What follows belongs to an exercise in optimizing a design on an open flow for small area, a short achievable clock period and few clock cycles per item; a production flow would make more cautious choices.
Function not checked in this run: the RTL went through the layout flow alone.
Power and IR drop assume default switching activity.

==> design/flow/design.v <==
module qic_dec (
    input  wire         clk,
    input  wire         rst,         
    input  wire         in_valid,
    output wire         in_ready,
    input  wire         in_first,    
    input  wire [127:0] in_bits,     
    input  wire [383:0] in_rel,      
    output reg          out_valid,
    output reg  [119:0] out_data,
    output reg  [2:0]   out_corr     
);
    localparam [7:0] MARKER = 8'hB4;
    localparam [895:0] COLS = 896'h01010101010101fffbefcf7ebcf8efdbaf4e7cb8f0dfbb6ecd7ab4e8cf9b2e4c78b0e0bf7aedcb76acd8af5aad4a74a8d09f3a6cc972a4c88f1a2c4870a0bf7cf5e3b74e5c376cd5a3364c582f5cb562b54a54274c952234484f9e3a70d9a3260b962a50992223c70d182c5090e18283;
    localparam [895:0] POSS = 896'hefdbaf4e7cb8f0dfbb6ecd7ab4e8cf9b2e4c78b0e0bf7aedcb76acd8af5aad4a74a8d09f3a6cc972a4c88f1a2c4870a0c07ef9ebc76e9cfe70ddb3568cd93160bd72d58ad529509d325488d121407cf1d386cd7d3260b962a50992224078e1a305fc14244070c1427b06080fa01e7c7f;
    function automatic [6:0] col_oh(input [127:0] oh);
        integer k;
        begin
            col_oh = 7'd0;
            for (k = 0; k < 128; k = k + 1)
                if (oh[k]) col_oh = col_oh | COLS[7*k +: 7];
        end
    endfunction
    function automatic [127:0] dec_col(input [6:0] c);
        integer k;
        begin
            for (k = 0; k < 128; k = k + 1)
                dec_col[k] = (c == COLS[7*k +: 7]);
        end
    endfunction
    function automatic [2:0] nxt_of(input [7:0] pres, input [2:0] v);
        integer u;
        begin
            nxt_of = 3'd0;
            for (u = 7; u >= 0; u = u - 1)
                if (pres[u] && u > v) nxt_of = u[2:0];
        end
    endfunction
    function automatic [128:0] ffs(input [127:0] m);
        reg [15:0]  gany, gtwo, gpre;
        reg [127:0] lp, oh;
        integer g, j;
        begin
            for (g = 0; g < 16; g = g + 1) begin
                lp[8*g] = 1'b0;
                for (j = 1; j < 8; j = j + 1)
                    lp[8*g+j] = lp[8*g+j-1] | m[8*g+j-1];
                gany[g] = |m[8*g +: 8];
                gtwo[g] = |(m[8*g +: 8] & lp[8*g +: 8]);
            end
            gpre[0] = 1'b0;
            for (g = 1; g < 16; g = g + 1)
                gpre[g] = gpre[g-1] | gany[g-1];
            for (g = 0; g < 16; g = g + 1)
                for (j = 0; j < 8; j = j + 1)
                    oh[8*g+j] = m[8*g+j] & ~lp[8*g+j] & ~gpre[g];
            ffs = {(|gtwo) | (|(gany & gpre)), oh};
        end
    endfunction
    function automatic [127:0] selv(input [1023:0] dv, input [2:0] u);
        integer i;
        begin
            for (i = 0; i < 128; i = i + 1)
                selv[i] = dv[8*i + u];
        end
    endfunction
    function automatic [127:0] eqv(input [383:0] r, input [2:0] u);
        integer i;
        begin
            for (i = 0; i < 128; i = i + 1)
                eqv[i] = (r[3*i +: 3] == u);
        end
    endfunction
    reg         v0;
    reg [127:0] rb;
    reg [383:0] rr;
    assign in_ready = 1'b1;
    always @(posedge clk) begin
        v0 <= in_valid & ~rst;
        rb <= in_first ? (in_bits ^ {MARKER, 120'd0}) : in_bits;
        rr <= in_rel;
    end
    reg [7:0] syn0;
    integer k;
    always @(*) begin
        syn0 = 8'd0;
        for (k = 0; k < 128; k = k + 1)
            if (rb[k]) syn0 = syn0 ^ {1'b1, COLS[7*k +: 7]};
    end
    reg [1023:0] dv;
    reg [7:0]    pres;
    integer v;
    always @(*) begin
        for (k = 0; k < 128; k = k + 1)
            for (v = 0; v < 8; v = v + 1)
                dv[8*k + v] = (rr[3*k +: 3] == v);
        for (v = 0; v < 8; v = v + 1) begin
            pres[v] = 1'b0;
            for (k = 0; k < 128; k = k + 1)
                pres[v] = pres[v] | dv[8*k + v];
        end
    end
    reg [2:0]   mu0, mu1, mu2;
    reg [127:0] mt0, mt1, mt2, oh0, oh1;
    reg         tw0, tw1;
    always @(*) begin
        mu0 = 3'd7;
        for (v = 7; v >= 0; v = v - 1)
            if (pres[v]) mu0 = v[2:0];
        mt0 = selv(dv, mu0);
        {tw0, oh0} = ffs(mt0);
        if (tw0) begin
            mu1 = mu0;
            mt1 = mt0 & ~oh0;
        end else begin
            mu1 = nxt_of(pres, mu0);
            mt1 = selv(dv, mu1);
        end
        {tw1, oh1} = ffs(mt1);
        if (tw1) begin
            mu2 = mu1;
            mt2 = mt1 & ~oh1;
        end else begin
            mu2 = nxt_of(pres, mu1);
            mt2 = selv(dv, mu2);
        end
    end
    wire [6:0] c0w = col_oh(oh0);
    wire [6:0] y0w = syn0[6:0] ^ (syn0[7] ? 7'd0 : c0w);
    reg         va;
    reg [119:0] a_data;
    reg [383:0] a_rel;
    reg [127:0] a_mt;
    reg [7:0]   a_pres;
    reg [2:0]   a_mu, a_r0, a_r1;
    reg [6:0]   a_c0, a_c1, a_y0, a_y1;
    reg         a_s7;
    always @(posedge clk) begin
        va     <= v0 & ~rst;
        a_data <= rb[119:0];
        a_rel  <= rr;
        a_mt   <= mt2;
        a_pres <= pres;
        a_mu   <= mu2;
        a_r0   <= mu0;
        a_r1   <= mu1;
        a_c0   <= c0w;
        a_c1   <= col_oh(oh1);
        a_y0   <= y0w;
        a_y1   <= y0w ^ c0w;
        a_s7   <= syn0[7];
    end
    reg [2:0]   mu3;
    reg [127:0] mt3, oh2, oh3;
    reg         tw2, tw3;
    always @(*) begin
        {tw2, oh2} = ffs(a_mt);
        if (tw2) begin
            mu3 = a_mu;
            mt3 = a_mt & ~oh2;
        end else begin
            mu3 = nxt_of(a_pres, a_mu);
            mt3 = eqv(a_rel, mu3);
        end
        {tw3, oh3} = ffs(mt3);
    end
    wire [6:0] c2w = col_oh(oh2);
    wire [6:0] c3w = col_oh(oh3);
    wire [6:0] cb [0:3];
    assign cb[0] = a_c0; assign cb[1] = a_c1; assign cb[2] = c2w; assign cb[3] = c3w;
    reg [6:0]   sf  [0:7];    
    reg [2:0]   er  [0:7];    
    reg [127:0] ep;
    integer p, i, kk;
    always @(*) begin
        for (p = 0; p < 8; p = p + 1) begin
            sf[p] = (p[0] ^ p[1] ^ p[2]) ? a_y1 : a_y0;
            for (i = 1; i < 4; i = i + 1)
                if (p[i-1]) sf[p] = sf[p] ^ cb[i];
            ep = dec_col(sf[p]);
            er[p] = 3'd0;
            for (kk = 0; kk < 128; kk = kk + 1)
                if (ep[kk]) er[p] = er[p] | a_rel[3*kk +: 3];
        end
    end
    reg         v1;
    reg [119:0] q_data;
    reg [6:0]   q_c0, q_c1, q_c2, q_c3;
    reg [2:0]   q_r0, q_r1, q_r2, q_r3;
    reg [6:0]   q_sf [0:7];
    reg [2:0]   q_er [0:7];
    reg         q_s7;
    always @(posedge clk) begin
        v1     <= va & ~rst;
        q_data <= a_data;
        q_c0   <= a_c0;
        q_c1   <= a_c1;
        q_c2   <= c2w;
        q_c3   <= c3w;
        q_r0   <= a_r0;
        q_r1   <= a_r1;
        q_r2   <= a_mu;
        q_r3   <= mu3;
        q_s7   <= a_s7;
        for (p = 0; p < 8; p = p + 1) begin
            q_sf[p] <= sf[p];
            q_er[p] <= er[p];
        end
    end
    wire [127:0] h0 = dec_col(q_c0);
    wire [127:0] h1 = dec_col(q_c1);
    wire [127:0] h2 = dec_col(q_c2);
    wire [127:0] h3 = dec_col(q_c3);
    wire [6:0] cc [0:3];
    wire [2:0] rl [0:3];
    assign cc[0] = q_c0; assign cc[1] = q_c1; assign cc[2] = q_c2; assign cc[3] = q_c3;
    assign rl[0] = q_r0; assign rl[1] = q_r1; assign rl[2] = q_r2; assign rl[3] = q_r3;
    reg       bf   [0:7];    
    reg [4:0] ss   [0:15];   
    reg [4:0] bsF  [0:7], bsZ [0:7];
    reg [2:0] nF   [0:7], nZ  [0:7];
    reg       hit  [0:7];
    reg       okZ  [0:7];
    reg [5:0] cF   [0:7];
    reg [2:0] chF  [0:7];
    reg [5:0] wc   [0:7];    
    reg [2:0] wn   [0:7];
    reg [3:0] wm   [0:7];
    reg       wf   [0:7];
    reg [3:0] mF, mZ;
    reg [4:0] s01  [0:3], s23 [0:3];
    integer q;
    always @(*) begin
        s01[0] = 5'd0; s01[1] = {2'd0, rl[0]}; s01[2] = {2'd0, rl[1]}; s01[3] = rl[0] + rl[1];
        s23[0] = 5'd0; s23[1] = {2'd0, rl[2]}; s23[2] = {2'd0, rl[3]}; s23[3] = rl[2] + rl[3];
        for (i = 0; i < 16; i = i + 1)
            ss[i] = s01[i % 4] + s23[i / 4];
        for (p = 0; p < 8; p = p + 1) begin
            bf[p] = ~q_s7 ^ p[0] ^ p[1] ^ p[2];
            okZ[p] = (q_sf[p] == q_c0);
        end
        for (p = 0; p < 8; p = p + 1) begin
            mF = {p[2:0], bf[p]};
            mZ = {p[2:0], ~bf[p]};
            bsF[p] = bf[p] ? ss[2*p+1] : ss[2*p];
            bsZ[p] = bf[p] ? ss[2*p] : ss[2*p+1];
            nF[p]  = mF[0] + mF[1] + mF[2] + mF[3];
            nZ[p]  = mZ[0] + mZ[1] + mZ[2] + mZ[3];
            hit[p] = bf[p] & okZ[p];
            for (i = 0; i < 3; i = i + 1)
                if (p[i]) hit[p] = hit[p] | okZ[p ^ (1 << i)];
            cF[p]  = hit[p] ? {1'b0, bsF[p]} - {3'd0, q_er[p]} : {1'b0, bsF[p]} + {3'd0, q_er[p]};
            chF[p] = hit[p] ? nF[p] - 3'd1 : nF[p] + 3'd1;
            if (okZ[p] && ({1'b0, bsZ[p]} < cF[p] || ({1'b0, bsZ[p]} == cF[p] && bf[p]))) begin
                wc[p] = {1'b0, bsZ[p]}; wn[p] = nZ[p]; wm[p] = mZ; wf[p] = 1'b0;
            end else begin
                wc[p] = cF[p];  wn[p] = chF[p]; wm[p] = mF; wf[p] = 1'b1;
            end
        end
    end
    reg [7:0] win;
    always @(*) begin
        for (p = 0; p < 8; p = p + 1) begin
            win[p] = 1'b1;
            for (q = 0; q < 8; q = q + 1) begin
                if (q < p && !(wc[p] < wc[q])) win[p] = 1'b0;
                if (q > p && !(wc[p] <= wc[q])) win[p] = 1'b0;
            end
        end
    end
    reg [3:0] bm;
    reg [2:0] bn;
    reg [6:0] bs;
    reg       bx;
    always @(*) begin
        bm = 4'd0; bn = 3'd0; bs = 7'd0; bx = 1'b0;
        for (p = 0; p < 8; p = p + 1)
            if (win[p]) begin
                bm = bm | wm[p];
                bn = bn | wn[p];
                bs = bs | q_sf[p];
                bx = bx | wf[p];
            end
    end
    wire [127:0] he   = dec_col(bs);
    wire [127:0] flip = ({128{bm[0]}} & h0) | ({128{bm[1]}} & h1) |
                        ({128{bm[2]}} & h2) | ({128{bm[3]}} & h3);
    wire [127:0] flip2 = flip ^ ({128{bx}} & he);
    always @(posedge clk) begin
        out_valid <= v1 & ~rst;
        out_data  <= q_data ^ flip2[119:0];
        out_corr  <= bn;
    end
endmodule
==> design/flow/flow/run.sh <==
#!/bin/bash
# Standard ORFS layout, with repair_timing asked to leave setup margin on
# the design's own clock and constraints, so that it works on the
# register-to-register paths.
set -euo pipefail
bash standard.sh SETUP_SLACK_MARGIN=${MARGIN:-54} finish > layout.log 2>&1
==> design/flow/standard.sh <==
#!/bin/bash
# synth_recipe.tcl (not shown) runs the flow's synth.tcl, then flattens the netlist and writes it again
# the make line also repeats each setting of config.mk as NAME=value (left out here)
make -C /OpenROAD-flow-scripts/flow DESIGN_CONFIG=/design/flow/config.mk WORK_HOME=/design/flow/orfs CLKGATE_MAP_FILE= SYNTH_SCRIPT=/design/flow/synth_recipe.tcl "${@:-finish}"
==> design/flow/config.mk <==
export PLATFORM = sky130hd
export DESIGN_NAME = qic_dec
export DESIGN_NICKNAME = qic_dec
export VERILOG_FILES = /design/flow/design.v
export SDC_FILE = /design/flow/constraint.sdc
export NUM_CORES = 8
export LEC_CHECK = 0
export CAP_MARGIN = 20
export CORE_MARGIN = 2
export CORE_UTILIZATION = 22
export PLACE_DENSITY = 0.35
export SLEW_MARGIN = 20
==> design/flow/constraint.sdc <==
create_clock -name core_clock -period 70.0 [get_ports {clk}]
set_input_delay 14.0000 -clock core_clock [delete_from_list [all_inputs] [get_ports {clk}]]
set_output_delay 14.0000 -clock core_clock [all_outputs]
set_load 0.01 [all_outputs]
==> out/results.tsv <==
metric	value	unit
vias in the first global route	189500	
largest family of logic cells by synthesized area	compound AO/OA/AOI/OAI gates	
clock root buffer	clkbuf_16	
Longest Clk Path Bufs	4	
DP HPWL	1518	mm
Post-CTS Hold Fix Bufs	0	
EDFF count, synth	0	
gr ovfl total	9	
clock buffer count from CTS	203	
die height	773.6	um
Yosys warning count	21	
Synth Area in Simple Gates	24.00	%
Netlist cell types	123	
Area contributors post-synth	dfxtp_1 24%, xnor2_1 7.6%, a22oi_1 4.1%	
clk sinks	1557	
leading area contributor after synthesis	dfxtp_1	
multiplexer share of the synthesized area	1.525	%
Syn Area/Cell	7.507	um^2
Synth Area in Compound Gates	28.87	%
Initial Utilization	22.09	%
I/O Buffers	639	
Boundary Pins	641	
Post-DP Area	157200	um^2
synthesized cell area	130300	um^2
Global Route Usage Sum	68.44	%
Log Error	[ERROR GRT-0116] Global routing finished with congestion. Check the congestion regions in the DRC Viewer.	
top_reg_cell synth	dfxtp_1	
worst slack, placed	54.69	ns
Die W	773.6	um
first-pass GRT wire length	2636	mm
Adder-Cell Fraction of Synth Area	3.654	%
largest net degree at the start of global routing	126	
Seq/Total Area, Yosys	23.92	%
post-CTS setup repair buffer count	0	
cells after synthesis	17360	
Seq cells post-synth	1557	
Resize count post-CTS	0	
H-tree levels	4	
Cells after DPL	26030	
Post-Synth XOR/XNOR Area	11.28	%
Last stage	5_1_grt	
num rows	282	
post-synth top area share	23.92	%
routability congestion estimate	1.205	
Async S/R FF share, synth	0	%
status	did not finish	
==> routing by layer <==
layer / overflow / GRT usage, %
met5: 1 / 29.63
met3: 1 / 52.22
met2: 1 / 83.08
met1: 0 / 71.42
met4: 6 / 64.03
==> worst min path at each step <==
stage                           to  slack [ns]           startpoint
3_3_place_gp    q_data[94]$_DFF_P_        0.31   a_data[94]$_DFF_P_
4_1_cts            q_c0[0]$_DFF_P_        0.29      a_c0[0]$_DFF_P_
3_5_place_dp   q_data[110]$_DFF_P_        0.31  a_data[110]$_DFF_P_
2_1_floorplan      q_c0[0]$_DFF_P_        0.31      a_c0[0]$_DFF_P_
==> Yosys cell counts, drive strengths merged (104+ instances only) <==
library cell     n
dfxtp         1557
nand2         1322
clkbuf        1274
xnor2         1133
nor2          1122
a21oi          874
nand3          783
o21ai          734
a22oi          717
nor3           631
xor2           524
inv            508
buf            449
a22o           437
nor4           378
nand4          358
ha             295
a221oi         284
a31oi          284
o22ai          268
nand3b         251
nand2b         216
nor3b          214
and3           212
a21o           160
mux2i          149
o2111ai        136
nor2b          135
a211oi         133
a222oi         115
a2111oi        110
o31ai          104
==> logic make-up after synthesis <==
group / count (synthesis)
multiplexers: 192
other: 1
adder cells (fa/ha/maj): 379
flip-flops: 1557
XOR/XNOR: 1665
AO/OA/AOI/OAI: 5260
AND/OR/NAND/NOR: 6063
buffers and inverters: 2242
==> power by group through the flow <==
stage | Sequential [mW] | Combinational [mW] | Clock, mW
CTS | 1.13 | 4.91 | 1.16
detailed placement | 1.14 | 4.89 | 0
global placement | 1.15 | 4.95 | 0
floorplan | 1.05 | 2.40 | 0
